Background: an optimization exercise with open tools, aiming at small area and a short achievable clock period. Do not read the settings as production practice.
Where RTL was checked, it was by simulation tests only, not by an equivalence proof against the original.
Only the layout flow was run in runs 3 and 4; the RTL was not checked for function there.
Power and IR drop assume default switching activity.

File: flow/flow/run.sh
#!/bin/bash
# Standard ORFS layout, with the port buffers made from the smallest buffer
# cell (every input and output port still gets its own buffer).
set -euo pipefail
export BUFFER_PORTS_ARGS="-buffer_cell sky130_fd_sc_hd__buf_1"
bash standard.sh > standard.log 2>&1
File: flow/constraint.sdc
create_clock -name core_clock -period 70.0 [get_ports {clk}]
set_input_delay 14.0000 -clock core_clock [delete_from_list [all_inputs] [get_ports {clk}]]
set_output_delay 14.0000 -clock core_clock [all_outputs]
set_load 0.01 [all_outputs]
File: flow/design.v
module dec_unit (
    input  wire         clk,
    input  wire         rst,       
    input  wire         trig,      
    input  wire [1:0]   op,        
    input  wire [127:0] a,
    input  wire [127:0] b,
    output reg  [127:0] r,         
    output wire         done,      
    output reg          cpl,       
    output reg          dov,       
    output reg          exc,       
    output wire [15:0]  detail     
);
    reg [127:0] a_q, b_q;          
    reg         chk_q;
    reg [4:0]   cnt;               
    reg         done_q;            
    reg         sh_q, lg_q;        
    reg         es_q;              
    reg         na_q;              
    reg         c_q;               
    reg         g_q;               
    reg         z_q;               
    reg         fa_q, fb_q;        
    reg [4:0]   ia_q, ib_q;        
    reg         bop_q;             
    reg [4:0]   bidx_q;            
    assign done   = done_q;
    assign detail = {4'd0, bidx_q, bop_q, 1'b1, 5'd0};
    wire first  = (cnt == 5'd1);
    wire over15 = |(a_q[127:64] | b_q[127:64]);
    wire over23 = |(a_q[127:96] | b_q[127:96]);
    wire p1     = first | (sh_q ? (cnt == 5'd2)
                                : ((cnt[4:2] == 3'd0) & (cnt[1:0] != 2'd0)) | (cnt == 5'd4));
    wire p2     = es_q & ~g_q & (sh_q ? ((cnt == 5'd3) | (cnt == 5'd4))
                                      : ((cnt[4:2] == 3'd1) & (cnt[1:0] != 2'd0)) | (cnt == 5'd8));
    wire half   = first ? ~over15 : (sh_q | (cnt > 5'd8));
    wire fseg   = first | (cnt[0] & (sh_q | cnt[3] | cnt[4] | ~cnt[1]));
    wire nin    = es_q & (p1 | p2);            
    reg [31:0] sl;
    reg [7:0]  bad_a, bad_b, nz;
    reg        c;
    reg [3:0]  x, y, o;
    reg [4:0]  t;
    reg        co, c0, c1;
    integer i;
    always @* begin
        c = first ? es_q : (fseg ? 1'b0 : c_q);
        for (i = 0; i < 8; i = i + 1) begin
            x = a_q[4*i +: 4];
            y = b_q[4*i +: 4];
            if (nin) y = {~(y[3] | y[2] | y[1]), y[2] ^ y[1], y[1], ~y[0]};
            t  = {1'b0, x} + {1'b0, y};
            c0 = t[4] | (t[3] & (t[2] | t[1]));           
            c1 = t[4] | (t[3] & (t[2] | t[1] | t[0]));    
            co = c ? c1 : c0;
            o  = t[3:0] + {1'b0, co, co, c};
            if (p2) o = {~(o[3] | o[2] | o[1]), o[2] ^ o[1], o[1], ~o[0]};
            sl[4*i +: 4] = o;
            bad_a[i] = a_q[4*i+3] & (a_q[4*i+2] | a_q[4*i+1]);
            bad_b[i] = b_q[4*i+3] & (b_q[4*i+2] | b_q[4*i+1]);
            nz[i]    = |o;
            if (i == 0 && fseg) begin
                sl[3:0]  = first ? b_q[3:0] : a_q[3:0];    
                bad_a[0] = a_q[3:0] < 4'hA;
                bad_b[0] = b_q[3:0] < 4'hA;
                nz[0]    = 1'b0;
            end else
                c = co;
        end
    end
    function [2:0] low8(input [7:0] v);
        integer j;
        begin
            low8 = 3'd0;
            for (j = 7; j >= 0; j = j - 1)
                if (v[j]) low8 = j[2:0];
        end
    endfunction
    wire [1:0] seg = cnt[1:0] - 2'd1;
    wire       neg_r   = es_q ? (g_q ? (na_q & ~z_q) : ~na_q)
                              : (na_q & ~(z_q & ~g_q));
    wire [3:0] sign_r  = chk_q ? a_q[3:0] : {3'b110, neg_r};
    wire       cdig    = sh_q & ~es_q & g_q;      
    wire       inv_a   = ~chk_q & fa_q;
    wire       invalid = inv_a | fb_q;
    wire       last    = lg_q ? (cnt == 5'd17) :
                         sh_q ? (cnt == 5'd5) : (cnt == 5'd11);
    wire       wr      = ~done_q & last;
    wire       fin     = wr & ~trig;
    wire na_ld = (a[3:0] == 4'hB) || (a[3:0] == 4'hD);
    wire nb_ld = (b[3:0] == 4'hB) || (b[3:0] == 4'hD);
    always @(posedge clk) begin
        if (trig) begin
            a_q   <= op[1] ? 128'd0 : a;
            chk_q <= op[1];
            na_q  <= na_ld;
            es_q  <= ~op[1] & (na_ld ^ nb_ld ^ op[0]);
        end else begin
            a_q[31:0]   <= a_q[63:32];
            a_q[63:32]  <= half ? sl : a_q[95:64];
            a_q[95:64]  <= a_q[127:96];
            a_q[127:96] <= half ? a_q[95:64] : sl;
        end
        b_q <= trig ? b : {32'd0, b_q[127:32]};
        if (first) begin
            sh_q <= ~over15;
            lg_q <= over23;
        end
        c_q <= c;
        if (p1) begin
            g_q  <= c;
            z_q  <= ~(|nz) & (first | z_q);
            fa_q <= (|bad_a) | (fa_q & ~first);
            fb_q <= (|bad_b) | (fb_q & ~first);
            if (~fa_q | first) ia_q <= {seg, low8(bad_a)};
            if (~fb_q | first) ib_q <= {seg, low8(bad_b)};
        end
        cnt    <= trig ? 5'd1 : cnt + 5'd1;
        dov    <= ~invalid & ~es_q & g_q & lg_q;
        exc    <= invalid;
        bop_q  <= ~inv_a;
        bidx_q <= inv_a ? ia_q : ib_q;
        if (rst) begin
            done_q <= 1'b1;
            cpl    <= 1'b0;
            r      <= 128'd0;
        end else begin
            done_q <= ~trig & (done_q | last);
            cpl    <= fin;
            if (fin & ~invalid)
                r <= {a_q[127:65], a_q[64] | cdig, a_q[63:4], sign_r};
        end
    end
endmodule
File: flow/standard.sh
#!/bin/bash
# synth_recipe.tcl (not shown) runs the flow's synth.tcl, then flattens the netlist and writes it again
# the make line also repeats each setting of config.mk as NAME=value (left out here)
make -C /OpenROAD-flow-scripts/flow DESIGN_CONFIG=/design/flow/config.mk WORK_HOME=/design/flow/orfs CLKGATE_MAP_FILE= SYNTH_SCRIPT=/design/flow/synth_recipe.tcl "${@:-finish}"
File: flow/config.mk
export PLATFORM = sky130hd
export DESIGN_NAME = dec_unit
export DESIGN_NICKNAME = dec_unit
export VERILOG_FILES = /design/flow/design.v
export SDC_FILE = /design/flow/constraint.sdc
export NUM_CORES = 4
export LEC_CHECK = 0
export ABC_AREA = 1
export CAP_MARGIN = 20
export CORE_MARGIN = 2
export CORE_UTILIZATION = 40
export SLEW_MARGIN = 20
==> results of run 1 <==
## cells in the final DEF (no fill, tap or decap), drive strengths merged, types with 27 or more instances in the layout
| cell | instances |
|---|---|
| nand2 | 492 |
| buf | 407 |
| dfxtp | 400 |
| inv | 323 |
| o21ai | 181 |
| a21oi | 163 |
| nor2 | 160 |
| nand3 | 135 |
| o22ai | 95 |
| clkbuf | 71 |
| ha | 69 |
| nand4 | 35 |
| xor2 | 29 |
| xnor2 | 27 |
| nor4 | 27 |
## worst register-to-register path: cells and delay by family (launching register included)
family          cells  cell delay [ns]
compound gates      4             0.70
xor+xnor            1             0.26
simple gates       34             4.50
fa+ha+maj           3             1.16
flops               1             0.49
buf+inv             3             0.81
## how the worst max path moves through the flow
stage	from	end	slack [ns]	cells past startpoint
floorplan	trig	r[91]	54.55	9
CTS	trig	r[104]	52.61	9
global route	trig	r[117]	52.16	10
finish	trig	r[111]	52.51	10
detailed placement	trig	r[104]	52.02	9
global placement	trig	r[109]	52.13	9
## logic make-up (layout without fill, tap and decap cells)
group                    Yosys count  after routing  synth area share
AND/OR/NAND/NOR                  871            871            0.2048
XOR/XNOR                          56             56           0.02686
adder cells (fa/ha/maj)           85             85           0.06482
flip-flops                       419            419            0.4698
buffers and inverters            454            811           0.09600
AO/OA/AOI/OAI                    464            464            0.1373
other                              2             10         0.0004113
## routing by layer
metal / GRT usage / vias up / share of wire
met1: 0.3746 / 8096 / 0.43
met3: 0.03863 / 143 / 0.066
li1: - / 8271 / -
met4: 0.1354 / 0 / 0.049
met2: 0.4478 / 689 / 0.45
met5: 0 / - / 0
## power breakdown
group	internal, mW	switching (mW)	leakage (nW)
combinational	0.0953	0.200	5.30
sequential	0.271	0.0245	3.49
clock	0.144	0.0997	0.740
## metrics by stage
stage | util | std cells
2_1_floorplan | - | 2359
3_3_place_gp | 0.4448 | 3233
3_5_place_dp | 0.4448 | 3233
4_1_cts | 0.4782 | 3316
5_1_grt | 0.4782 | 3316
6_report | 0.4782 | 3316
## flip-flops by register name (all words and copies together) (netlist names), 5 cells and up
register	flops
ia_q	5
a_q	128
b_q	128
bidx_q	5
ib_q	5
r	128
cnt	5
## cell type report
cell class | count | share of cell area
flip-flops and latches | 419 | 0.3970
multi-input cells | 1486 | 0.3695
repair buffers | 409 | 0.07331
clock buffers | 69 | 0.06196
inverters | 319 | 0.05571
well taps | 600 | 0.03474
clock inverters | 14 | 0.007760
==> out/qor.yml, run 1 <==
sta:
  fin_crit_sh: 0.2499
  clock.fmax_mhz: 57.16
  skew_ns: 0.01343
  min_period_ns: 17.49
  relSlewSlack: 0.2707
  hold_viol: 0
  fin_ws_ns: 52.51
  rsz0062_at_grt: "no"
  setup_violations: 0
  worstMarginPinSlew_ns: 1.094
  drv_slew: 0
  fin_hold_ws_ns: 0.4209
  tns_ns: 0
power_and_ir_drop:
  total_leakage_power_nw: 9.522
  p_per_area_nw_per_um2: 38.64
  total_power_uw: 834.8
  ir_worst_vdd_v: 0.00001900
worst_hold_path:
  whs_path_depth: 2
  hold_start: "b_q[43]"
  hold_end: "b_q[11]"
  min_path_type: "reg2reg"
synthesis:
  synth_enable_flop_cells: 19
  synth.top_cell.area_share: 0.4385
  seq_area_frac_synth: 0.4698
  yosys_warnings: 1
  synth_cell_types: 42
  synth_flop_cell: "dfxtp_1"
  synthTopCellsByArea: "dfxtp_1 44%, nand2_1 9.8%, inv_1 6.0%"
  synthArstFlopShare: 0
  avgSynthCellArea_sq_um: 7.767
  synth_seq_cells: 419
  synthCells: 2351
  synth_commonest_cells: "477 x nand2_1, 400 x dfxtp_1, 290 x inv_1"
  netlist_area_sq_um: 18260
  synth_most_common_cell: "nand2_1"
  synth_area_leader_cell: "dfxtp_1"
die:
  die_h_um: 217.7
  rows: 78
  core_area_sq_um: 45190
  pin_count: 409
  die_width_um: 217.7
  dieArea_sq_um: 47380
  start_util: 0.4041
clock_network:
  clock-root-buffer: "clkbuf_16"
  cts.path.max_buffers: 3
  post_cts_resize_count: 0
  post_cts_buffers: 0
  clock_latency_ns: 0.57
  clkTransAtPathRegs_ns: 0.06
  cts.sinks: 419
  cts_hold_buffers: 0
  cts_max_level: 2
  numCtsBuffers: 45
  cts_tree: "yes"
critical_path:
  r2r-start: "cnt[0]"
  critPathKind: "in2reg"
  critPathArrivalTime_ns: 17.99
  rrSetupSlack_ns: 61.86
  cp_num_buf_inv: 4
  rr_worst_depth: 45
  crit_family: "buffers and inverters"
  end_kind: "register"
  required_ns: 70.50
  max_stage_delay_ns: 0.80
  crit_path_start_kind: "input pin"
  path_cells: "clkbuf_4, inv_4, nand3_1, nor2_4, buf_4, nand2_4, buf_4, nor2_1, a21oi_1, nor2_1"
  rr_endpoint: "z_q"
  cp_max_fo: 94
  cpMaxStageDelayCell: "buf_4"
global_routing:
  antenna_found_initial: 1
  grt_pass1_wl_mm: 99.90
  grt_max_degree: 95
  grt_usage: 0.2807
  grt_pass1_vias: 16810
  grt_overflow: 0
layout:
  final_nets: 3026
  syn_to_final_growth_pct: 18.33
  multi_input_area_sq_um: 7984
  fillers: 4657
  stdcell_area_sq_um: 21610
  layout-drive-gt1-share: 0.05376
  antenna_cells: 0
  seq_area_sq_um: 8578
route:
  wl_per_cell_um: 20.40
  drt-pass1-iter-count: 6
  via_per_inst: 5.187
  drtIter0Drc: 1530
  postRouteAntennaNets: 0
  drc: 0
  drt-total-wl_mm: 67.66
  vias: 17200
placed_design:
  postPlaceCellArea_sq_um: 20100
  hpwl_mm: 51.67
  place.gp.congestion: 0.9231
  io_buffers: 398
  place_ws_ns: 52.02
job:
  drv_cap: 0
run_status:
  status: "finished clean"
==> run 2: changes to the inputs <==
==> flow/run.sh (new file) <==
#!/bin/bash
# synth_recipe.tcl (not shown) runs the flow's synth.tcl, then flattens the netlist and writes it again
# the make line also repeats each setting of config.mk as NAME=value (left out here)
make -C /OpenROAD-flow-scripts/flow DESIGN_CONFIG=/design/flow/config.mk WORK_HOME=/design/flow/orfs CLKGATE_MAP_FILE= SYNTH_SCRIPT=/design/flow/synth_recipe.tcl finish
removed: flow/flow/run.sh
removed: flow/standard.sh
==> run 2 against run 1 <==
- largest cell class unchanged
- largest power group is now combinational logic
- cell count decreased by 0.30%
- still clean on timing, DRC and antenna
- clock power shrank 3%
- via count shrank 1.1%
- utilization grew 5.3 points
- worst hold slack worse by 0.0028 ns
- critical path depth shrank 1
- synthesized cell count stayed put
- combinational power rose by 4%
- non-clock buffer count down 1
- sequential cell count stayed put
- register-to-register slack gained 0.15 ns
- worst setup slack worse by 0.21 ns
==> out/qor.yml, run 2 <==
route:
  drc: 0
  drt-total-wl_mm: 68.25
  met1Wirelength_mm: 29.54
  vias: 17000
  route.met3.wl_mm: 4.384
  highest_layer: "met4"
  postRouteAntennaNets: 0
  via_per_inst: 5.143
  drt-pass1-iter-count: 5
  met2_length_mm: 31.23
  wl_per_cell_um: 20.65
  drtIter0Drc: 1560
worst_hold_path:
  whs_path_depth: 2
  hold_end: "b_q[5]"
  hold_start: "b_q[37]"
  min_path_type: "reg2reg"
synthesis:
  netlist_area_sq_um: 18260
  synthTopCellsByArea: "dfxtp_1 44%, nand2_1 9.8%, inv_1 6.0%"
  synth_enable_flop_cells: 19
  synth_commonest_cells: "477 x nand2_1, 400 x dfxtp_1, 290 x inv_1"
  synthArstFlopShare: 0
  synth_area_leader_cell: "dfxtp_1"
  seq_area_frac_synth: 0.4698
  synth_most_common_cell: "nand2_1"
  synth.mux.area_fraction: 0
  avgSynthCellArea_sq_um: 7.767
  synthCells: 2351
  synth_compound_area_frac: 0.1373
  synth_flop_cell: "dfxtp_1"
  synth_fa_ha_area_frac: 0.06482
  synthSimpleGateAreaFrac: 0.2048
  synth.top_cell.area_share: 0.4385
  synth_cell_types: 42
  synth_seq_cells: 419
  synth_xor_area_frac: 0.02686
  synth_top_family_by_area: "simple AND/OR/NAND/NOR gates"
  yosys_warnings: 1
die:
  start_util: 0.4041
  dieArea_sq_um: 47380
  core_area_sq_um: 45190
  pin_count: 409
  die_width_um: 217.7
  die_h_um: 217.7
  rows: 78
power_and_ir_drop:
  p_per_area_nw_per_um2: 34.98
  ir_worst_vdd_v: 0.00001856
  total_leakage_power_nw: 10.50
critical_path:
  rrSetupSlack_ns: 62.01
  critPathKind: "in2reg"
  rr_worst_depth: 45
  cp_max_fo: 104
  rr_endpoint: "z_q"
  required_ns: 70.44
  end_kind: "register"
  r2r-start: "cnt[0]"
  crit_path_start_kind: "input pin"
  critPathArrivalTime_ns: 18.15
sta:
  relSlewSlack: 0.2536
  min_period_ns: 17.71
  drv_slew: 0
  worstMarginPinSlew_ns: 1.120
  clock.fmax_mhz: 56.48
  fin_crit_sh: 0.2529
  setup_violations: 0
  tns_ns: 0
  rsz0062_at_grt: "no"
  skew_ns: 0.01980
  hold_viol: 0
clock_network:
  cts_hold_buffers: 0
  post_cts_buffers: 0
  numCtsBuffers: 43
  clock-root-buffer: "clkbuf_16"
  post_cts_resize_count: 0
  cts.sinks: 419
  cts_max_level: 2
  clock_latency_ns: 0.59
  clkTransAtPathRegs_ns: 0.06
  cts_tree: "yes"
  cts.path.max_buffers: 3
global_routing:
  grt_pass1_vias: 16530
  antenna_found_initial: 2
  grt_pass1_wl_mm: 100.2
  grt_usage: 0.2836
  grt_max_degree: 105
  grt_overflow: 0
run_status:
  status: "finished clean"
layout:
  layout-drive-gt1-share: 0.05287
  final_nets: 3023
  layout.cells.non_filler: 3306
  syn_to_final_growth_pct: 31.54
  final_common_cell: "nand2_1"
  final_cell_mix: "476 x nand2_1, 400 x dfxtp_1, 396 x clkdlybuf4s50_1, 289 x inv_1, 163 x a21oi_1"
  largest_registers: "a_q x128, b_q x128, r x128"
placed_design:
  io_buffers: 398
  dp_cells: 3231
  hpwl_mm: 52.86
  place.gp.congestion: 0.8893
job:
  drv_cap: 0
==> run 2: cell types whose count changed in the layout (fill, tap and decap cells not counted), moves of 4 or more <==
cell	previous run	this run
buf_1	396	0
clkbuf_1	14	5
clkbuf_16	47	43
clkdlybuf4s50_1	0	396
==> run 2: kinds of logic (layout without fill, tap and decap cells) <==
logic type / after synthesis / after routing
flops: 419 / 419
compound gates: 464 / 464
other cells: 2 / 11
buf+inv: 454 / 800
fa+ha+maj: 85 / 85
xor+xnor: 56 / 56
simple gates: 871 / 871
==> run 2: final cells by class <==
cell class / instances / area (sq um)
multi-input cells: 1486 / 7984
flip-flops and latches: 419 / 8578
clock inverters: 15 / 198.9
diodes: 1 / 2.502
clock buffers: 58 / 1232
inverters: 319 / 1202
repair buffers: 408 / 4070
well taps: 600 / 750.7
fillers: 4332 / 21170
==> run 2: worst max-delay path: stages <==
cell and delay (ns):
buf_6 0.27, inv_4 0.66, nand3_1 0.28, nor2_4 0.13, buf_4 0.76, nand2_4 0.70
buf_4 0.66, a21oi_1 0.27, nor2_1 0.07
==> run 2: layer usage <==
metal / vias to the layer above / GRT usage
li1: 8263 / -
met1: 7949 / 0.3790
met2: 662 / 0.4588
met3: 130 / 0.03794
met4: 0 / 0.1231
met5: - / 0
==> run 2: stage by stage <==
stage / hold slack (ns) / utilization / cell area (sq um) / worst slack [ns] / power, mW
3_3_place_gp: 0.4079 / 0.4994 / 22570 / 52.03 / 0.5967
3_5_place_dp: 0.4081 / 0.4994 / 22570 / 51.86 / 0.6003
5_1_grt: 0.4370 / 0.5316 / 24020 / 52.03 / 0.8808
4_1_cts: 0.4212 / 0.5311 / 24000 / 52.50 / 0.8368
6_report: 0.4181 / 0.5316 / 24020 / 52.29 / 0.8401
2_1_floorplan: 0.3960 / - / 18290 / 54.55 / 0.4770
==> run 2: worst max path at each step <==
stage / from / end / slack (ns) / depth (start not counted)
floorplan: trig / r[91] / 54.55 / 9
global placement: trig / r[112] / 52.03 / 9
detailed placement: trig / r[124] / 51.86 / 9
CTS: trig / r[124] / 52.50 / 9
global route: trig / r[120] / 52.03 / 9
finish: trig / r[124] / 52.29 / 9
==> run 2: where the power goes <==
group	switching [mW]	internal, mW
combinational	0.203	0.105
sequential	0.0243	0.271
clock	0.100	0.136
==> run 3: changes to the inputs <==
--- a/flow/design.v
+++ b/flow/design.v
@@ -23,6 +23,5 @@
     reg         g_q;               
     reg         z_q;               
-    reg         fa_q, fb_q;        
-    reg [4:0]   ia_q, ib_q;        
+    reg         fa_q;              
     reg         bop_q;             
     reg [4:0]   bidx_q;            
@@ -64,5 +63,5 @@
             if (i == 0 && fseg) begin
                 sl[3:0]  = first ? b_q[3:0] : a_q[3:0];    
-                bad_a[0] = a_q[3:0] < 4'hA;
+                bad_a[0] = ~chk_q & (a_q[3:0] < 4'hA);
                 bad_b[0] = b_q[3:0] < 4'hA;
                 nz[0]    = 1'b0;
@@ -84,6 +83,7 @@
     wire [3:0] sign_r  = chk_q ? a_q[3:0] : {3'b110, neg_r};
     wire       cdig    = sh_q & ~es_q & g_q;      
-    wire       inv_a   = ~chk_q & fa_q;
-    wire       invalid = inv_a | fb_q;
+    wire       invalid = exc;
+    wire       a_bad   = |bad_a;
+    wire       b_bad   = |bad_b;
     wire       last    = lg_q ? (cnt == 5'd17) :
                          sh_q ? (cnt == 5'd5) : (cnt == 5'd11);
@@ -113,14 +113,16 @@
             g_q  <= c;
             z_q  <= ~(|nz) & (first | z_q);
-            fa_q <= (|bad_a) | (fa_q & ~first);
-            fb_q <= (|bad_b) | (fb_q & ~first);
-            if (~fa_q | first) ia_q <= {seg, low8(bad_a)};
-            if (~fb_q | first) ib_q <= {seg, low8(bad_b)};
+            fa_q <= a_bad | (fa_q & ~first);
+            exc  <= a_bad | b_bad | (exc & ~first);
+            if (a_bad & (~fa_q | first)) begin
+                bop_q  <= 1'b0;
+                bidx_q <= {seg, low8(bad_a)};
+            end else if (b_bad & (~exc | first)) begin
+                bop_q  <= 1'b1;
+                bidx_q <= {seg, low8(bad_b)};
+            end
         end
         cnt    <= trig ? 5'd1 : cnt + 5'd1;
         dov    <= ~invalid & ~es_q & g_q & lg_q;
-        exc    <= invalid;
-        bop_q  <= ~inv_a;
-        bidx_q <= inv_a ? ia_q : ib_q;
         if (rst) begin
             done_q <= 1'b1;
==> flow/flow/run.sh (new file) <==
#!/bin/bash
# Standard ORFS layout, with the port buffers made from the smallest buffer
# cell (every input and output port still gets its own buffer), and a fanout
# limit for the buffering that repair_design does after placement.
set -euo pipefail
export BUFFER_PORTS_ARGS="-buffer_cell sky130_fd_sc_hd__buf_1"
export PRE_RESIZE_TCL="$PWD/flow/pre_resize.tcl"
bash standard.sh > standard.log 2>&1
==> flow/flow/pre_resize.tcl (new file) <==
set_max_fanout 12 [current_design]
==> flow/standard.sh (new file) <==
#!/bin/bash
# synth_recipe.tcl (not shown) runs the flow's synth.tcl, then flattens the netlist and writes it again
# the make line also repeats each setting of config.mk as NAME=value (left out here)
make -C /OpenROAD-flow-scripts/flow DESIGN_CONFIG=/design/flow/config.mk WORK_HOME=/design/flow/orfs CLKGATE_MAP_FILE= SYNTH_SCRIPT=/design/flow/synth_recipe.tcl "${@:-finish}"
--- a/flow/config.mk
+++ b/flow/config.mk
@@ -6,5 +6,4 @@
 export NUM_CORES = 4
 export LEC_CHECK = 0
-export ABC_AREA = 1
 export CAP_MARGIN = 20
 export CORE_MARGIN = 2
removed: flow/run.sh
==> run 3 against run 2 <==
- still clean
- design area down 10%
- sequential power up 2%
- die area down 5.0%
- non-clock buffer count up 97
- synthesized cell count down 23%
- count of clock-buffer cells in the layout down 1
- global-route usage down 1.1 points
- register-to-register slack worse by 1.0 ns
- area after synthesis down 5.1%
- cell count down 13%
- wire length down 8.4%
- largest cell class is now multi-input gates
==> out/qor.yml, run 3 <==
run_status:
  status: "finished clean"
layout:
  largest_registers: "a_q x128, b_q x128, r x128"
  layout-drive-gt1-share: 0.09059
  layout.cells.non_filler: 2873
  final_cell_mix: "396 x buf_1, 393 x dfxtp_1, 347 x nand2_1, 157 x a21oi_1, 105 x mux2_2"
  final_nets: 2596
  final_common_cell: "buf_1"
  syn_to_final_growth_pct: 24.77
critical_path:
  cp_max_fo: 12
  rrSetupSlack_ns: 60.96
  end_kind: "register"
  path_cells: "clkbuf_4, clkdlybuf4s50_1, inv_2, clkdlybuf4s50_1, nand3_1, or3_4, clkdlybuf4s50_1, buf_4, clkdlybuf4s50_1, clkdlybuf4s50_1, clkdlybuf4s50_1, clkdlybuf4s50_1, nand2_1, a21oi_1"
  critPathArrivalTime_ns: 21.51
  cp_num_buf_inv: 10
  worst_path_most_repeated_cell: "clkdlybuf4s50_1"
  required_ns: 70.50
  cpMaxStageDelayCell: "clkdlybuf4s50_1"
  rr_worst_depth: 29
  rr_endpoint: "z_q"
  r2r-start: "cnt[0]"
  critPathLaunch: "trig"
  critPathKind: "in2reg"
  crit_family: "buffers and inverters"
  max_stage_delay_ns: 0.96
  crit_path_start_kind: "input pin"
placed_design:
  hpwl_mm: 50.06
  place.gp.congestion: 0.8628
  io_buffers: 398
  dp_cells: 2789
route:
  met1Wirelength_mm: 26.65
  via_per_inst: 5.263
  postRouteAntennaNets: 0
  wl_per_cell_um: 21.75
  met2_length_mm: 28.09
  drc: 0
  drtIter0Drc: 1240
  highest_layer: "met5"
  drt-total-wl_mm: 62.49
  route.met3.wl_mm: 4.796
  vias: 15120
  drt-pass1-iter-count: 5
synthesis:
  netlist_area_sq_um: 17330
  synthCells: 1805
  synth.top_cell.area_share: 0.4539
  synth_enable_flop_cells: 15
  synthArstFlopShare: 0
  yosys_warnings: 1
  synth_cell_types: 65
  synthTopCellsByArea: "dfxtp_1 45%, nand2_1 7.5%, mux2_2 6.8%"
  synth_area_leader_cell: "dfxtp_1"
  avgSynthCellArea_sq_um: 9.603
  synth_commonest_cells: "393 x dfxtp_1, 347 x nand2_1, 157 x a21oi_1"
  seq_area_frac_synth: 0.4799
  synth_seq_cells: 408
  synth_flop_cell: "dfxtp_1"
  synth_most_common_cell: "dfxtp_1"
worst_hold_path:
  whs_path_depth: 2
  min_path_type: "reg2reg"
  hold_start: "a_q[53]"
  hold_end: "r[53]"
global_routing:
  grt_pass1_wl_mm: 90.45
  grt_usage: 0.2727
  grt_overflow: 0
  antenna_found_initial: 8
  grt_pass1_vias: 14850
  grt_max_degree: 17
sta:
  drv_slew: 0
  hold_viol: 0
  setup_violations: 0
  min_period_ns: 21.00
  worstMarginPinSlew_ns: 1.055
  fin_crit_sh: 0.3000
  relSlewSlack: 0.2902
  clock.fmax_mhz: 47.61
  tns_ns: 0
  skew_ns: 0.02923
  rsz0062_at_grt: "no"
  fin_hold_ws_ns: 0.4489
clock_network:
  cts_hold_buffers: 0
  cts_max_level: 2
  post_cts_buffers: 0
  clkTransAtPathRegs_ns: 0.06
  post_cts_resize_count: 0
  cts_tree: "yes"
  clock_latency_ns: 0.59
  numCtsBuffers: 45
  cts.sinks: 408
  clock-root-buffer: "clkbuf_16"
  cts.path.max_buffers: 3
die:
  dieArea_sq_um: 45010
  die_h_um: 212.2
  start_util: 0.4042
  rows: 76
  die_width_um: 212.2
  core_area_sq_um: 42890
  pin_count: 409
power_and_ir_drop:
  ir_worst_vdd_v: 0.00002003
  total_leakage_power_nw: 8.324
  p_per_area_nw_per_um2: 41.12
job:
  drv_cap: 0
## run 3: cell types whose count changed in the layout (fill, tap and decap cells not counted), moves of 52 or more
cell	previous run	this run
a22o_1	0	65
nor2_1	157	32
inv_1	289	36
nand2_1	476	347
o22ai_1	95	3
mux2_2	0	105
clkdlybuf4s50_1	396	93
nand3_1	125	20
o21ai_0	151	99
mux2i_1	0	62
buf_1	0	396
## run 3: per-layer routing
metal / vias to the layer above / global-route usage
met5: - / 0
met1: 7210 / 0.3560
met2: 614 / 0.4291
met3: 124 / 0.05820
met4: 10 / 0.1314
li1: 7163 / -
## run 3: cells by family (layout without fill, tap and decap cells)
logic type,after synthesis,count (layout),share of synthesized area
and+or+nand+nor,535,535,0.1379
DFF,408,408,0.4799
AOI/OAI and AO/OA,391,391,0.1400
muxes,167,167,0.1040
buffers and inverters,152,624,0.03667
adders and majority gates,85,85,0.06814
xor gates and xnor gates,65,65,0.03284
other,2,13,0.0004333
## run 3: worst max-delay path by stage
stage               endpoint  slack, ns  depth (start not counted)
floorplan            b_q[84]      54.36                          5
global placement     a_q[32]      52.50                          6
detailed placement     r[92]      48.43                         14
CTS                    r[75]      49.01                         14
global route           r[75]      48.71                         14
finish                r[123]      49.00                         14
## run 3: where the power goes
part | internal, mW | leakage, nW | switching, mW
combinational | 0.133 | 4.24 | 0.219
clock | 0.134 | 0.698 | 0.102
sequential | 0.269 | 3.39 | 0.0330
## run 3: cell type report
type / count / area (sq um)
diodes: 3 / 7.507
clock buffers: 57 / 1191
clock inverters: 24 / 247.7
fillers: 4083 / 21260
inverters: 38 / 147.6
multi-input cells: 1253 / 8446
flip-flops and latches: 408 / 8318
well taps: 585 / 732.0
repair buffers: 505 / 2537
## run 3: per-stage QoR
step                  util  setup slack, ns  power (mW)  cell area [sq um]
finish              0.5043            49.00      0.8893              21630
floorplan                -            54.36      0.5153              17360
CTS                 0.5041            49.01      0.8828              21620
global route        0.5042            48.71      0.9301              21620
global placement    0.4489            52.50      0.6360              19250
detailed placement  0.4706            48.43      0.6456              20180
## run 3: worst reg2reg max path, delay by kind of cell, from the launching register on
| kind | cells | cell delay (ns) |
|---|---|---|
| compound gates | 11 | 2.73 |
| xor+xnor | 3 | 0.63 |
| fa+ha+maj | 5 | 1.81 |
| buf+inv | 4 | 1.77 |
| flops | 1 | 0.55 |
| simple gates | 6 | 1.31 |
==> run 4: changes to the inputs <==
==> flow/flow/run.sh (replaced) <==
#!/bin/bash
# Standard ORFS layout, with the port buffers made from the smallest buffer
# cell (every input and output port still gets its own buffer).
set -euo pipefail
export BUFFER_PORTS_ARGS="-buffer_cell sky130_fd_sc_hd__buf_1"
bash standard.sh > standard.log 2>&1
--- a/flow/config.mk
+++ b/flow/config.mk
@@ -9,3 +9,3 @@
 export CORE_MARGIN = 2
 export CORE_UTILIZATION = 40
-export SLEW_MARGIN = 20
+export SLEW_MARGIN = 60
removed: flow/flow/pre_resize.tcl
==> run 4 against run 3 <==
- clock skew increased by 0.00084 ns
- global-route usage decreased by 1.7 points
- wire length decreased by 5.5%
- first-iteration DRC count decreased by 14%
- critical path type unchanged
- largest cell class unchanged
- highest routed layer unchanged
==> out/qor.yml, run 4 <==
clock_network:
  numCtsBuffers: 45
  clkTransAtPathRegs_ns: 0.06
  clock-root-buffer: "clkbuf_16"
  post_cts_buffers: 0
  cts.sinks: 408
  cts.path.max_buffers: 3
  clock_latency_ns: 0.58
  cts_max_level: 2
  cts_tree: "yes"
  cts_hold_buffers: 0
  post_cts_resize_count: 0
die:
  dieArea_sq_um: 45010
  pin_count: 409
  die_width_um: 212.2
  start_util: 0.4042
  die_h_um: 212.2
  rows: 76
  core_area_sq_um: 42890
layout:
  final_cell_mix: "395 x buf_1, 393 x dfxtp_1, 347 x nand2_1, 157 x a21oi_1, 105 x mux2_2"
  stdcell_area_sq_um: 21040
  syn_to_final_growth_pct: 21.38
  largest_registers: "a_q x128, b_q x128, r x128"
  final_common_cell: "buf_1"
  final_nets: 2511
  layout-drive-gt1-share: 0.1036
synthesis:
  synth_area_leader_cell: "dfxtp_1"
  seq_area_frac_synth: 0.4799
  avgSynthCellArea_sq_um: 9.603
  synthTopCellsByArea: "dfxtp_1 45%, nand2_1 7.5%, mux2_2 6.8%"
  synthArstFlopShare: 0
  synth_most_common_cell: "dfxtp_1"
  yosys_warnings: 1
  synth_commonest_cells: "393 x dfxtp_1, 347 x nand2_1, 157 x a21oi_1"
  synth_flop_cell: "dfxtp_1"
  synth_cell_types: 65
  synth_enable_flop_cells: 15
  synth.top_cell.area_share: 0.4539
  synth_seq_cells: 408
  netlist_area_sq_um: 17330
  synthCells: 1805
critical_path:
  cp_max_fo: 64
  critPathKind: "in2reg"
  endpoint: "r[83]"
  critPathArrivalTime_ns: 16.39
  rr_worst_depth: 27
  end_kind: "register"
  rr_endpoint: "z_q"
  crit_path_start_kind: "input pin"
  critPathLaunch: "trig"
  required_ns: 70.49
  r2r-start: "cnt[0]"
  rrSetupSlack_ns: 62.13
route:
  drt-pass1-iter-count: 6
  drt-total-wl_mm: 59.03
  wl_per_cell_um: 21.16
  vias: 14500
  highest_layer: "met5"
  drc: 0
  drtIter0Drc: 1070
  met1Wirelength_mm: 26.32
  route.met3.wl_mm: 3.922
  postRouteAntennaNets: 0
  via_per_inst: 5.197
  met2_length_mm: 27.08
sta:
  clock.fmax_mhz: 62.89
  relSlewSlack: 0.6005
  setup_violations: 0
  min_period_ns: 15.90
  worstMarginPinSlew_ns: 0.5930
  rsz0062_at_grt: "no"
  tns_ns: 0
  fin_crit_sh: 0.2272
  drv_slew: 0
  hold_viol: 0
  skew_ns: 0.03008
run_status:
  status: "finished clean"
power_and_ir_drop:
  total_leakage_power_nw: 8.117
  p_per_area_nw_per_um2: 42.58
  ir_worst_vdd_v: 0.00002109
placed_design:
  io_buffers: 398
  hpwl_mm: 45.59
  place.gp.congestion: 0.8628
  postPlaceCellArea_sq_um: 19460
global_routing:
  grt_pass1_wl_mm: 85.50
  antenna_found_initial: 4
  grt_overflow: 0
  grt_pass1_vias: 14080
  grt_max_degree: 86
  grt_usage: 0.2559
job:
  drv_cap: 0
worst_hold_path:
  min_path_type: "reg2reg"
## run 4: cell counts after synthesis
Identical to the previous run, type by type.
## run 4: critical path, stage by stage
cell,delay (ns)
clkbuf_8,0.28
inv_2,0.36
nand3_1,0.30
nor3_2,0.19
buf_4,0.33
buf_8,0.33
buf_16,0.28
nand2_1,0.09
a21oi_1,0.14
## run 4: layout make-up
class,count,area (sq um)
clock buffers,64,1351
repair buffers,420,1795
fillers,4180,21850
multi-input cells,1253,8496
inverters,38,147.6
flip-flops and latches,408,8318
well taps,585,732.0
clock inverters,18,188.9
diodes,4,10.01
## run 4: stage by stage
stage                     utilization  power [mW]  hold slack (ns)  setup slack [ns]  instances
after floorplan                     -      0.5153           0.4321             54.36       1813
after global placement         0.4489      0.6360           0.4373             52.50       2696
after detailed placement       0.4537      0.6440           0.4447             53.55       2703
after CTS                      0.4896      0.8903           0.4530             54.14       2785
after global routing           0.4905      0.9383           0.4656             53.93       2788
final                          0.4906      0.8959           0.4496             54.10       2790
## run 4: report_power, final
| group | switching [mW] | internal, mW | total, mW |
|---|---|---|---|
| combinational | 0.218 | 0.132 | 0.350 |
| clock | 0.0983 | 0.146 | 0.244 |
| sequential | 0.0327 | 0.269 | 0.302 |
| total | 0.349 | 0.547 | 0.896 |
## run 4: how the worst min path moves through the flow
| stage | startpoint | endpoint | slack [ns] | depth (start not counted) |
|---|---|---|---|---|
| final | r[12] | r[12] | 0.45 | 2 |
| after global routing | b_q[40] | b_q[8] | 0.47 | 1 |
| after CTS | a_q[47] | r[47] | 0.45 | 2 |
| after detailed placement | a_q[47] | r[47] | 0.44 | 2 |
| after global placement | a_q[53] | r[53] | 0.44 | 2 |
| after floorplan | a_q[62] | r[62] | 0.43 | 2 |
## run 4: layer usage
layer,GRT usage,vias up
li1,-,6982
met1,0.3458,6905
met2,0.4089,518
met3,0.04993,91
met4,0.08694,4
met5,0,-
## run 4: cell families (layout without fill, tap and decap cells)
group | after synthesis | count (layout) | synth area share
xor+xnor | 65 | 65 | 0.03284
flops | 408 | 408 | 0.4799
compound gates | 391 | 391 | 0.1400
mux | 167 | 167 | 0.1040
fa+ha+maj | 85 | 85 | 0.06814
other cells | 2 | 14 | 0.0004333
buf+inv | 152 | 540 | 0.03667
simple gates | 535 | 535 | 0.1379
==> run 5: changes to the inputs <==
--- a/flow/design.v
+++ b/flow/design.v
@@ -17,4 +17,5 @@
     reg [4:0]   cnt;               
     reg         done_q;            
+    reg         pre_q;             
     reg         sh_q, lg_q;        
     reg         es_q;              
@@ -86,8 +87,7 @@
     wire       a_bad   = |bad_a;
     wire       b_bad   = |bad_b;
-    wire       last    = lg_q ? (cnt == 5'd17) :
-                         sh_q ? (cnt == 5'd5) : (cnt == 5'd11);
-    wire       wr      = ~done_q & last;
-    wire       fin     = wr & ~trig;
+    wire       near    = lg_q ? (cnt == 5'd16) :
+                         sh_q ? (cnt == 5'd4) : (cnt == 5'd10);
+    wire       fin     = pre_q & ~trig;
     wire na_ld = (a[3:0] == 4'hB) || (a[3:0] == 4'hD);
     wire nb_ld = (b[3:0] == 4'hB) || (b[3:0] == 4'hD);
@@ -125,4 +125,5 @@
         cnt    <= trig ? 5'd1 : cnt + 5'd1;
         dov    <= ~invalid & ~es_q & g_q & lg_q;
+        pre_q <= ~rst & ~trig & ~done_q & near;
         if (rst) begin
             done_q <= 1'b1;
@@ -130,5 +131,5 @@
             r      <= 128'd0;
         end else begin
-            done_q <= ~trig & (done_q | last);
+            done_q <= ~trig & (done_q | pre_q);
             cpl    <= fin;
             if (fin & ~invalid)
==> run 5 against run 4 <==
- design area increased by 0.14%
- die area increased by 0.68%
- largest cell class unchanged
- via count rose by 0.71%
- clock power down 3%
- worst hold slack worse by 0.0025 ns
- worst setup slack got worse by 0.059 ns
- area after synthesis rose by 0.70%
- still clean on timing, DRC and antenna
- sequential share of layout area barely moved
- critical path depth unchanged
- total power shrank 0.63%
==> out/qor.yml, run 5 <==
clock_network:
  cts.sinks: 409
  clkTransAtPathRegs_ns: 0.06
  clock_latency_ns: 0.59
  cts.path.max_buffers: 3
  cts_max_level: 2
  cts_hold_buffers: 0
  cts_tree: "yes"
  clock-root-buffer: "clkbuf_16"
  post_cts_resize_count: 0
  numCtsBuffers: 44
  post_cts_buffers: 0
critical_path:
  required_ns: 70.49
  max_stage_delay_ns: 0.42
  rr_worst_depth: 28
  critPathKind: "in2reg"
  rr_endpoint: "z_q"
  end_kind: "register"
  crit_path_start_kind: "input pin"
  critPathArrivalTime_ns: 16.45
  path_cells: "clkbuf_8, inv_2, buf_6, buf_12, and3_4, buf_12, buf_8, nor2_1, a311oi_1"
  r2r-start: "cnt[0]"
  cpMaxStageDelayCell: "buf_8"
  cp_max_fo: 80
  rrSetupSlack_ns: 62.87
  worst_path_most_repeated_cell: "buf_12"
synthesis:
  synthArstFlopShare: 0
  netlist_area_sq_um: 17450
  synthTopCellsByArea: "dfxtp_1 45%, nand2_1 7.5%, mux2_2 6.8%"
  avgSynthCellArea_sq_um: 9.606
  synth.top_cell.area_share: 0.4519
  synth_cell_types: 69
  synth_enable_flop_cells: 15
  synth_seq_cells: 409
  yosys_warnings: 1
  synth_area_leader_cell: "dfxtp_1"
  synth_commonest_cells: "394 x dfxtp_1, 350 x nand2_1, 156 x a21oi_1"
  synth_most_common_cell: "dfxtp_1"
  seq_area_frac_synth: 0.4777
  synthCells: 1817
  synth_flop_cell: "dfxtp_1"
route:
  route.met3.wl_mm: 4.670
  wl_per_cell_um: 21.27
  drc: 0
  vias: 14600
  postRouteAntennaNets: 0
  drtIter0Drc: 1231
  drt-total-wl_mm: 59.42
  highest_layer: "met5"
  met2_length_mm: 26.28
  drt-pass1-iter-count: 6
  met1Wirelength_mm: 26.92
  via_per_inst: 5.228
worst_hold_path:
  min_path_type: "reg2reg"
  hold_start: "a_q[59]"
  hold_end: "r[59]"
  whs_path_depth: 2
run_status:
  status: "finished clean"
power_and_ir_drop:
  total_power_uw: 890.2
  p_per_area_nw_per_um2: 42.25
  ir_worst_vdd_v: 0.00002837
  total_leakage_power_nw: 8.146
layout:
  layout-drive-gt1-share: 0.1048
  final_nets: 2519
  fin_util: 0.4891
  largest_registers: "a_q x128, b_q x128, r x128"
  syn_to_final_growth_pct: 20.71
  final_cell_mix: "395 x buf_1, 394 x dfxtp_1, 350 x nand2_1, 156 x a21oi_1, 105 x mux2_2"
  seq_area_sq_um: 8338
  multi_input_area_sq_um: 8553
  final_common_cell: "buf_1"
  layout.cells.non_filler: 2793
  fillers: 4208
placed_design:
  hpwl_mm: 46.08
  dp_cells: 2710
  io_buffers: 398
  place.gp.congestion: 0.8863
sta:
  min_period_ns: 15.96
  worstMarginPinSlew_ns: 0.6015
  tns_ns: 0
  rsz0062_at_grt: "no"
  hold_viol: 0
  drv_slew: 0
  fin_hold_ws_ns: 0.4471
  fin_crit_sh: 0.2280
  skew_ns: 0.02520
  setup_violations: 0
  clock.fmax_mhz: 62.66
  relSlewSlack: 0.5953
global_routing:
  grt_pass1_wl_mm: 86.17
  grt_usage: 0.2572
  antenna_found_initial: 4
  grt_pass1_vias: 13950
  grt_max_degree: 81
  grt_overflow: 0
die:
  start_util: 0.4052
  pin_count: 409
  die_h_um: 212.9
  die_width_um: 212.9
  core_area_sq_um: 43080
  rows: 76
  dieArea_sq_um: 45320
job:
  drv_cap: 0
-- run 5: final cells by class --
cell class	count	area share
multi-input combinational	1260	0.4060
sequential	409	0.3957
timing repair buffer	415	0.08498
clock buffer	59	0.06123
tap	585	0.03474
clock inverter	19	0.009324
inverter	43	0.007661
antenna	3	0.0003563
-- run 5: how the worst max path moves through the flow --
stage / start / end / slack [ns] / cells after the start
2_1_floorplan: trig / a_q[32] / 54.51 / 7
3_3_place_gp: trig / r[2] / 52.75 / 7
3_5_place_dp: trig / r[2] / 53.40 / 8
4_1_cts: trig / r[2] / 54.02 / 8
5_1_grt: trig / r[3] / 53.94 / 9
6_report: trig / r[2] / 54.04 / 9
-- run 5: cells by family after synthesis --
group,count (synthesis),synth area share
buffers and inverters,156,0.03914
multiplexers,167,0.1033
flip-flops,409,0.4777
other,2,0.0004303
AO/OA/AOI/OAI,393,0.1394
adder cells (fa/ha/maj),85,0.06781
AND/OR/NAND/NOR,542,0.1402
XOR/XNOR,63,0.03204
-- run 5: power breakdown --
group	internal (mW)	total, mW	switching, mW	leakage [nW]
logic	0.130	0.346	0.216	4.01
clock network	0.138	0.237	0.0995	0.739
registers	0.269	0.307	0.0376	3.40
-- run 5: worst max-delay path, delay by kind of cell --
kind / cells / cell delay [ns]
buffers and inverters: 6 / 1.62
and+or+nand+nor: 2 / 0.44
AOI/OAI and AO/OA: 1 / 0.24
-- run 5: layer usage --
layer	track usage	vias up
met4	0.07861	2
li1	-	7001
met2	0.3910	578
met5	0	-
met3	0.05310	88
met1	0.3656	6934
-- run 5: metrics by stage --
stage | instance area, sq um | setup WS [ns]
final | 21070 | 54.04
after global routing | 21070 | 53.94
after global placement | 19330 | 52.75
after floorplan | 17480 | 54.51
after detailed placement | 19520 | 53.40
after CTS | 21010 | 54.02
==> run 6: changes to the inputs <==
--- a/flow/config.mk
+++ b/flow/config.mk
@@ -8,4 +8,5 @@
 export CAP_MARGIN = 20
 export CORE_MARGIN = 2
-export CORE_UTILIZATION = 40
+export CORE_UTILIZATION = 65
+export CTS_BUF_LIST = sky130_fd_sc_hd__clkbuf_4 sky130_fd_sc_hd__clkbuf_8
 export SLEW_MARGIN = 60
==> run 6 against run 5 <==
- still clean on timing, DRC and antenna
- maximum frequency decreased by 0.28%
- sequential share of layout area rose by 1.3 points
- worst hold slack better by 0.0043 ns
- worst setup slack worse by 0.045 ns
- sequential cell count did not move
- first-iteration DRC count is 28% higher
- global-route usage up 12 points
- combinational power shrank 4%
- count of clock-buffer cells in the layout up 34
- clock power decreased by 18%
- critical path depth is 1 lower
- largest power group unchanged
- highest routed layer is now met4
==> out/qor.yml, run 6 <==
power_and_ir_drop:
  p_per_area_nw_per_um2: 40.77
  pwr-share-seq: 0.366
  p_sw_uw: 329.5
  ir_worst_vdd_v: 0.00002576
  p_int_uw: 503.0
  clock_power_share: 0.234
  netSwitchingFraction: 0.3958
  total_power_uw: 832.6
  total_leakage_power_nw: 8.038
  p_comb_frac: 0.401
layout:
  stdcell_area_sq_um: 20420
  fin_util: 0.7792
  final_cell_mix: "396 x buf_1, 394 x dfxtp_1, 350 x nand2_1, 156 x a21oi_1, 105 x mux2_2"
  final_nets: 2536
  largest_registers: "a_q x128, b_q x128, r x128"
  layout-drive-gt1-share: 0.1156
  syn_to_final_growth_pct: 16.99
  final_common_cell: "buf_1"
  antenna_cells: 0
critical_path:
  cp_num_buf_inv: 5
  critPathArrivalTime_ns: 16.51
  end_kind: "register"
  required_ns: 70.50
  path_cells: "clkbuf_4, inv_2, buf_8, and3_4, buf_12, clkbuf_8, nor2_1, a311oi_1"
  crit_family: "buffers and inverters"
  critPathKind: "in2reg"
  max_stage_delay_ns: 0.49
  cpMaxStageDelayCell: "clkbuf_8"
  cp_max_fo: 75
  crit_path_start_kind: "input pin"
placed_design:
  place.gp.congestion: 0.9472
  hpwl_mm: 41.21
  io_buffers: 398
  postPlaceCellArea_sq_um: 19130
die:
  rows: 59
  die_h_um: 167.9
  core_area_sq_um: 26210
  start_util: 0.6660
  dieArea_sq_um: 28180
  die_width_um: 167.9
  pin_count: 409
sta:
  rsz0062_at_grt: "no"
  skew_ns: 0.02457
  hold_viol: 0
  fin_crit_sh: 0.2286
  setup_violations: 0
  min_period_ns: 16.01
  fin_hold_ws_ns: 0.4514
  tns_ns: 0
  drv_slew: 0
  worstMarginPinSlew_ns: 0.6629
  clock.fmax_mhz: 62.48
  relSlewSlack: 0.5540
clock_network:
  clkTransAtPathRegs_ns: 0.06
  cts_tree: "yes"
  numCtsBuffers: 61
  post_cts_buffers: 0
  clock_latency_ns: 0.62
  cts.path.max_buffers: 3
  cts_max_level: 2
  clock-root-buffer: "clkbuf_8"
  cts_hold_buffers: 0
  post_cts_resize_count: 0
  cts.sinks: 409
route:
  via_per_inst: 5.895
  highest_layer: "met4"
  met2_length_mm: 24.82
  drtIter0Drc: 1570
  met1Wirelength_mm: 22.36
  vias: 15130
  drt-pass1-iter-count: 6
  wl_per_cell_um: 21.26
  drt-total-wl_mm: 54.55
  drc: 0
  route.met3.wl_mm: 4.948
  postRouteAntennaNets: 0
global_routing:
  grt_pass1_vias: 14310
  grt_overflow: 0
  grt_usage: 0.3744
  grt_pass1_wl_mm: 80.96
  antenna_found_initial: 0
  grt_max_degree: 97
synthesis:
  synth.top_cell.area_share: 0.4519
  synth_flop_cell: "dfxtp_1"
  synth_most_common_cell: "dfxtp_1"
  synthCells: 1817
  netlist_area_sq_um: 17450
  synth_seq_cells: 409
  synth_enable_flop_cells: 15
  seq_area_frac_synth: 0.4777
  synth_area_leader_cell: "dfxtp_1"
  synth_commonest_cells: "394 x dfxtp_1, 350 x nand2_1, 156 x a21oi_1"
  synthArstFlopShare: 0
  avgSynthCellArea_sq_um: 9.606
  synth_cell_types: 69
  yosys_warnings: 1
  synthTopCellsByArea: "dfxtp_1 45%, nand2_1 7.5%, mux2_2 6.8%"
run_status:
  status: "finished clean"
worst_hold_path:
  min_path_type: "reg2reg"
job:
  drv_cap: 0
run 6: cell counts after synthesis:
No cell type changed its count.
run 6: path summary, 6_finish.rpt:
kind,from,cells past startpoint,slack (ns),endpoint
worst max register to register,cnt[0],28,62.66,z_q
worst max-delay path,trig,8,53.99,r[2]
worst min register to register,r[4],2,0.45,r[4]
worst min-delay path,r[4],2,0.45,r[4]
run 6: through the flow:
step	setup slack [ns]	std cells
2_1_floorplan	54.51	1825
3_3_place_gp	52.98	2455
3_5_place_dp	53.38	2459
4_1_cts	53.99	2563
5_1_grt	53.88	2566
6_report	53.99	2566
run 6: power by group through the flow:
stage / Combinational (mW) / Sequential [mW] / Clock [mW]
after floorplan: 0.229 / 0.291 / 0
after global placement: 0.309 / 0.307 / 0
after detailed placement: 0.318 / 0.307 / 0
after CTS: 0.322 / 0.302 / 0.195
after global routing: 0.358 / 0.307 / 0.205
final: 0.333 / 0.304 / 0.195
run 6: worst min-delay path: stages, from the launching register on:
cell and delay, ns:
dfxtp_1 0.31, nand2_1 0.05, a21oi_1 0.05
run 6: final cells by class:
class | count | area [sq um]
Multi-Input combinational cell | 1260 | 8523
Tap cell | 335 | 419.2
Inverter | 43 | 161.4
Timing Repair Buffer | 415 | 1752
Fill cell | 1905 | 5787
Clock inverter | 11 | 65.06
Sequential cell | 409 | 8338
Clock buffer | 93 | 1161
run 6: cell families after synthesis:
| group | synth area share |
|---|---|
| muxes | 0.1033 |
| other | 0.0004303 |
| xor gates and xnor gates | 0.03204 |
| adders and majority gates | 0.06781 |
| buffers and inverters | 0.03914 |
| DFF | 0.4777 |
| AOI/OAI and AO/OA | 0.1394 |
| and+or+nand+nor | 0.1402 |
run 6: per-layer routing:
metal,GRT usage,vias up
met2,0.5967,858
met5,0,-
met3,0.05595,129
met4,0.1724,0
li1,-,7038
met1,0.5063,7102
==> run 7: changes to the inputs <==
==> flow/flow/run.sh (replaced) <==
#!/bin/bash
# Standard ORFS layout, with the port buffers made from the smallest buffer
# cell (every input and output port still gets its own buffer), and a fanout
# limit and no delay cells for the buffering that repair_design does after
# placement.
set -euo pipefail
export BUFFER_PORTS_ARGS="-buffer_cell sky130_fd_sc_hd__buf_1"
export PRE_RESIZE_TCL="$PWD/flow/pre_resize.tcl"
bash standard.sh > standard.log 2>&1
==> flow/flow/pre_resize.tcl (new file) <==
set_dont_use [get_lib_cells {sky130_fd_sc_hd__clkdlybuf4s* sky130_fd_sc_hd__dlygate* sky130_fd_sc_hd__dlymetal*}]
set_max_fanout 16 [current_design]
==> run 7 against run 6 <==
- cell count grew 2.8%
- design area grew 1.6%
- area after synthesis is the same
- utilization grew 1.3 points
- register-to-register slack lost 0.38 ns
- non-clock buffer count grew 62
- first-iteration DRC count grew 14%
- global-route usage grew 2.1 points
- synthesized cell count is the same
- critical path depth grew 8
- critical endpoint is now r[115]
- largest cell class unchanged
- largest power group unchanged
==> out/qor.yml, run 7 <==
sta:
  relSlewSlack: 0.6016
  skew_ns: 0.02302
  min_period_ns: 17.83
  hold_viol: 0
  worstMarginPinSlew_ns: 0.5956
  setup_violations: 0
  fin_crit_sh: 0.2547
  rsz0062_at_grt: "no"
  tns_ns: 0
  clock.fmax_mhz: 56.08
  drv_slew: 0
route:
  wl_per_cell_um: 21.64
  via_per_inst: 5.966
  drc: 0
  drt-total-wl_mm: 57.09
  postRouteAntennaNets: 0
  vias: 15740
  drtIter0Drc: 1783
  drt-pass1-iter-count: 6
clock_network:
  post_cts_resize_count: 0
  clock_latency_ns: 0.62
  clock-root-buffer: "clkbuf_8"
  cts.path.max_buffers: 3
  post_cts_buffers: 0
  cts_tree: "yes"
  cts_hold_buffers: 0
  cts.sinks: 409
  numCtsBuffers: 61
  cts_max_level: 2
  clkTransAtPathRegs_ns: 0.06
synthesis:
  synth.top_cell.area_share: 0.4519
  synthTopCellsByArea: "dfxtp_1 45%, nand2_1 7.5%, mux2_2 6.8%"
  avgSynthCellArea_sq_um: 9.606
  netlist_area_sq_um: 17450
  synth_commonest_cells: "394 x dfxtp_1, 350 x nand2_1, 156 x a21oi_1"
  synth_area_leader_cell: "dfxtp_1"
  synth_seq_cells: 409
  synth_most_common_cell: "dfxtp_1"
  synth_cell_types: 69
  synth_enable_flop_cells: 15
  seq_area_frac_synth: 0.4777
  synth_flop_cell: "dfxtp_1"
  yosys_warnings: 1
  synthCells: 1817
  synthArstFlopShare: 0
die:
  rows: 59
  start_util: 0.6660
  dieArea_sq_um: 28180
  core_area_sq_um: 26210
  pin_count: 409
  die_h_um: 167.9
  die_width_um: 167.9
layout:
  layout-drive-gt1-share: 0.1376
  multi_input_area_sq_um: 8523
  syn_to_final_growth_pct: 18.87
  final_cell_mix: "409 x buf_1, 394 x dfxtp_1, 350 x nand2_1, 156 x a21oi_1, 105 x mux2_2"
  final_common_cell: "buf_1"
  seq_area_sq_um: 8338
  fillers: 1840
  antenna_cells: 0
  final_nets: 2598
  largest_registers: "a_q x128, b_q x128, r x128"
global_routing:
  grt_pass1_vias: 15020
  grt_usage: 0.3955
  grt_pass1_wl_mm: 85.33
  grt_overflow: 0
  antenna_found_initial: 0
  grt_max_degree: 17
power_and_ir_drop:
  total_leakage_power_nw: 8.306
  p_sw_uw: 334.6
  pwr-share-seq: 0.356
  clock_power_share: 0.253
  p_int_uw: 521.6
  p_comb_frac: 0.391
  netSwitchingFraction: 0.3908
  total_power_uw: 856.2
  ir_worst_vdd_v: 0.00003055
  p_per_area_nw_per_um2: 41.27
worst_hold_path:
  min_path_type: "reg2reg"
  whs_path_depth: 2
critical_path:
  cp_max_fo: 16
  critPathKind: "in2reg"
  rr_worst_depth: 26
  critPathArrivalTime_ns: 18.37
  end_kind: "register"
  crit_path_start_kind: "input pin"
  required_ns: 70.54
placed_design:
  hpwl_mm: 44.64
  place.gp.congestion: 0.9472
  io_buffers: 398
run_status:
  status: "finished clean"
job:
  drv_cap: 0
## run 7: cell count changes in the layout (fill, tap and decap cells not counted), moves of 6 or more
cell	delta
buf_2	+47
buf_1	+13
clkbuf_2	+9
buf_4	+8
buf_8	-6
## run 7: routing by layer
layer	global-route usage	wire length (um)	up-vias
met5	0	0	-
met4	0.1887	2984	0
met3	0.06653	5619	157
met2	0.6270	25620	1010
met1	0.5305	22870	7391
li1	-	-	7181
## run 7: cells by family (layout without fill, tap and decap cells)
logic type | count (synthesis) | count (layout) | share of synthesized area
simple gates | 542 | 542 | 0.1402
flops | 409 | 409 | 0.4777
compound gates | 393 | 393 | 0.1394
mux | 167 | 167 | 0.1033
buf+inv | 156 | 634 | 0.03914
fa+ha+maj | 85 | 85 | 0.06781
xor+xnor | 63 | 63 | 0.03204
other cells | 2 | 10 | 0.0004303
## run 7: metrics by stage
step                area [sq um]  hold WS, ns  std cells  utilization  setup slack, ns
CTS                        20730       0.4545       2638       0.7912            52.29
floorplan                  17480       0.4321       1825            -            54.51
detailed placement         19330       0.4404       2524       0.7377            51.71
global placement           19000       0.4351       2455       0.7249            52.98
finish                     20750       0.4531       2638       0.7917            52.17
global route               20750       0.4612       2638       0.7917            52.05
## run 7: path summary, 6_finish.rpt
| kind | from | endpoint | slack, ns |
|---|---|---|---|
| worst max register to register | cnt[0] | z_q | 62.28 |
| worst min register to register | r[5] | r[5] | 0.45 |
| worst min-delay path | r[5] | r[5] | 0.45 |
| worst max-delay path | trig | r[115] | 52.17 |
## run 7: layout make-up
| type | count | area share |
|---|---|---|
| Inverter | 43 | 0.007779 |
| Sequential cell | 409 | 0.4019 |
| Timing Repair Buffer | 477 | 0.09184 |
| Multi-Input combinational cell | 1260 | 0.4108 |
| Clock buffer | 94 | 0.05723 |
| Tap cell | 335 | 0.02020 |
| Clock inverter | 20 | 0.01031 |
## run 7: worst max-delay path, cell delays in order
cell	delay, ns
clkbuf_4	0.11
buf_2	0.23
buf_1	0.31
inv_2	0.09
buf_4	0.10
buf_2	0.32
buf_2	0.47
and3_4	0.27
buf_1	0.38
buf_1	0.49
buf_4	0.23
buf_2	0.34
buf_2	0.38
buf_2	0.35
nand2_1	0.11
a21oi_1	0.17
## run 7: power groups by stage
stage | Combinational (mW) | Clock (mW) | Sequential [mW]
2_1_floorplan | 0.229 | 0 | 0.291
3_3_place_gp | 0.309 | 0 | 0.307
3_5_place_dp | 0.320 | 0 | 0.307
4_1_cts | 0.323 | 0.217 | 0.302
5_1_grt | 0.360 | 0.228 | 0.306
6_report | 0.335 | 0.217 | 0.305
==> run 8: changes to the inputs <==
==> flow/flow/run.sh (replaced) <==
#!/bin/bash
# Standard ORFS layout, with the port buffers made from the smallest buffer
# cell (every input and output port still gets its own buffer), and a fanout
# no delay cells for the buffering that repair_design does after placement.
set -euo pipefail
export BUFFER_PORTS_ARGS="-buffer_cell sky130_fd_sc_hd__buf_1"
export PRE_RESIZE_TCL="$PWD/flow/pre_resize.tcl"
bash standard.sh > standard.log 2>&1
==> flow/flow/pre_resize.tcl (replaced) <==
set_dont_use [get_lib_cells {sky130_fd_sc_hd__clkdlybuf4s* sky130_fd_sc_hd__dlygate* sky130_fd_sc_hd__dlymetal*}]
--- a/flow/config.mk
+++ b/flow/config.mk
@@ -10,3 +10,3 @@
 export CORE_UTILIZATION = 65
 export CTS_BUF_LIST = sky130_fd_sc_hd__clkbuf_4 sky130_fd_sc_hd__clkbuf_8
-export SLEW_MARGIN = 60
+export SLEW_MARGIN = 80
==> run 8 against run 7 <==
- still clean on timing, DRC and antenna
- cell count down 0.57%
- combinational power rose by 27%
- sequential power is essentially flat
- sequential share of layout area is 2.3 points lower
- utilization increased by 4.9 points
- global-route usage shrank 0.18 points
- design area is 6.2% higher
- synthesized cell count is the same
- die area unchanged
- critical endpoint is now r[101]
- largest power group unchanged
==> out/qor.yml, run 8 <==
power_and_ir_drop:
  total_power_uw: 944.5
  total_leakage_power_nw: 8.662
  ir_worst_vdd_v: 0.00002460
  clock_power_share: 0.223
  p_sw_uw: 380.1
  p_comb_frac: 0.452
  pwr-share-seq: 0.326
  p_int_uw: 564.4
  netSwitchingFraction: 0.4024
  p_per_area_nw_per_um2: 42.88
critical_path:
  rr_endpoint: "z_q"
  critPathArrivalTime_ns: 1.22
  max_stage_delay_ns: 0.37
  end_kind: "output port"
  path_cells: "buf_1"
  crit_family: "flip-flops"
  cp_max_fo: 2
  rrSetupSlack_ns: 63.41
  rr_worst_depth: 30
  cp_num_buf_inv: 1
  required_ns: 56.00
  critPathKind: "reg2out"
  cpMaxStageDelayCell: "dfxtp_1"
  crit_path_start_kind: "register"
  r2r-start: "cnt[0]"
route:
  vias: 15750
  wl_per_cell_um: 22.23
  drc: 0
  via_per_inst: 6.004
  drtIter0Drc: 1772
  drt-pass1-iter-count: 8
  postRouteAntennaNets: 0
  drt-total-wl_mm: 58.32
synthesis:
  synth_enable_flop_cells: 15
  synthSimpleGateAreaFrac: 0.1402
  synth_xor_area_frac: 0.03204
  synth_flop_cell: "dfxtp_1"
  synth.mux.area_fraction: 0.1033
  synth_top_family_by_area: "simple AND/OR/NAND/NOR gates"
  synthCells: 1817
  synth_seq_cells: 409
  synth_commonest_cells: "394 x dfxtp_1, 350 x nand2_1, 156 x a21oi_1"
  netlist_area_sq_um: 17450
  synth_fa_ha_area_frac: 0.06781
  synth_area_leader_cell: "dfxtp_1"
  synth_most_common_cell: "dfxtp_1"
  avgSynthCellArea_sq_um: 9.606
  synth.top_cell.area_share: 0.4519
  synthArstFlopShare: 0
  synth_compound_area_frac: 0.1394
  synthTopCellsByArea: "dfxtp_1 45%, nand2_1 7.5%, mux2_2 6.8%"
  seq_area_frac_synth: 0.4777
  synth_cell_types: 69
  yosys_warnings: 1
sta:
  skew_ns: 0.04279
  fin_crit_sh: 0.2174
  clock.fmax_mhz: 65.70
  fin_hold_ws_ns: 0.4498
  hold_viol: 0
  setup_violations: 0
  drv_slew: 0
  rsz0062_at_grt: "no"
  tns_ns: 0
  min_period_ns: 15.22
global_routing:
  grt_pass1_wl_mm: 85.30
  grt_max_degree: 46
  grt_pass1_vias: 15200
  grt_usage: 0.3937
  antenna_found_initial: 4
  grt_overflow: 0
worst_hold_path:
  hold_start: "a_q[61]"
  min_path_type: "reg2reg"
  whs_path_depth: 2
  hold_end: "r[61]"
layout:
  multi_input_area_sq_um: 9400
  final_cell_mix: "403 x buf_1, 387 x dfxtp_1, 350 x nand2_1, 149 x a21oi_1, 105 x mux2_2"
  final_nets: 2578
  final_common_cell: "buf_1"
  fillers: 1537
  syn_to_final_growth_pct: 26.19
  largest_registers: "a_q x128, b_q x128, r x128"
  seq_area_sq_um: 8349
  layout-drive-gt1-share: 0.1807
clock_network:
  cts_tree: "yes"
  clkTransAtPathRegs_ns: 0.07
  post_cts_resize_count: 0
  numCtsBuffers: 61
  cts_max_level: 2
  post_cts_buffers: 0
  clock_latency_ns: 0.62
  cts.sinks: 409
  clock-root-buffer: "clkbuf_8"
  cts_hold_buffers: 0
  cts.path.max_buffers: 3
die:
  dieArea_sq_um: 28180
  start_util: 0.6660
  core_area_sq_um: 26210
  rows: 59
  pin_count: 409
  die_h_um: 167.9
  die_width_um: 167.9
placed_design:
  io_buffers: 398
  hpwl_mm: 43.73
  place.gp.congestion: 0.9472
job:
  drv_cap: 0
run_status:
  status: "finished clean"
[run 8: cell count changes in the layout (fill, tap and decap cells not counted), moves of 15 or more]
cell     delta
buf_12     +20
xor2_2     +15
buf_8      +17
xnor2_2    +18
nor4_1     -29
nor4_2     +24
xnor2_1    -20
xor2_1     -22
buf_2      -39
[run 8: power groups by stage]
| stage | combinational, mW | clock [mW] | sequential, mW |
|---|---|---|---|
| after floorplan | 0.229 | 0 | 0.291 |
| after global placement | 0.309 | 0 | 0.307 |
| after detailed placement | 0.364 | 0 | 0.308 |
| after CTS | 0.369 | 0.210 | 0.304 |
| after global routing | 0.452 | 0.222 | 0.310 |
| final | 0.427 | 0.210 | 0.308 |
[run 8: metrics by stage]
step	instances	util	instance area, sq um	worst slack, ns
3_5_place_dp	2501	0.7672	20110	54.21
2_1_floorplan	1825	-	17480	54.51
4_1_cts	2617	0.8198	21480	54.75
5_1_grt	2623	0.8404	22020	54.73
6_report	2623	0.8404	22020	54.78
3_3_place_gp	2455	0.7249	19000	52.98
[run 8: cell families after synthesis]
family | count (synthesis)
flip-flops | 409
XOR/XNOR | 63
adder cells (fa/ha/maj) | 85
other | 2
AO/OA/AOI/OAI | 393
AND/OR/NAND/NOR | 542
multiplexers | 167
buffers and inverters | 156
[run 8: area by class of cell]
| type | count | area share |
|---|---|---|
| multi-input cells | 1260 | 0.4268 |
| flip-flops and latches | 409 | 0.3791 |
| repair buffers | 457 | 0.1048 |
| clock buffers | 105 | 0.05936 |
| well taps | 335 | 0.01903 |
| inverters | 43 | 0.007442 |
| clock inverters | 11 | 0.003124 |
| diodes | 3 | 0.0003409 |
[run 8: worst max-delay path by stage]
stage / end / startpoint / cells past startpoint
2_1_floorplan: a_q[32] / trig / 7
3_3_place_gp: r[3] / trig / 7
3_5_place_dp: r[95] / trig / 10
4_1_cts: r[101] / r[101] / 1
5_1_grt: r[101] / r[101] / 1
6_report: r[101] / r[101] / 1
[run 8: metal layers]
layer  up-vias  wire (um)  GRT usage
met3       196       5790    0.08157
li1       7137          -          -
met1      7410      22750     0.5154
met5         -         10          0
met2      1003      26320     0.6283
met4         2       3441     0.1868

## static timing again, ports no longer ideal
In the flow no input, the clock included, has a driving cell. The finished layouts below were timed again as built, in two steps. Step 1: set_driving_cell puts a clkbuf_16 on clk and a buf_2 on each other input, an assumption about the parent block. Step 2, shift: input delay + t, output delay - t, t = (earliest + latest rising clock arrival at the registers) / 2. This alone moves slack from input paths to output paths. Slacks: no drivers / after step 1 / after step 2; pairs: no drivers / after step 1.
| run | t, ns | setup WS [ns] | worst setup path after step 2 |
|---|---|---|---|
| run 1 | 0.622 | 52.506 / 52.544 / 51.922 | input to register |
| run 2 | 0.637 | 52.295 / 52.319 / 51.682 | input to register |
| run 3 | 0.625 | 48.998 / 49.026 / 48.401 | input to register |
| run 4 | 0.623 | 54.099 / 54.121 / 53.497 | input to register |
| run 5 | 0.633 | 54.040 / 54.064 / 53.432 | input to register |
| run 6 | 0.659 | 53.995 / 54.023 / 53.364 | input to register |
| run 7 | 0.655 | 52.169 / 52.193 / 51.537 | input to register |
| run 8 | 0.649 | 54.780 / 54.732 / 54.275 | input to register |
After both steps setup and hold are still met in every run listed. The setup slack of run 7, which loses most, moves by +0.024 ns with the drivers and by -0.632 ns with both steps.
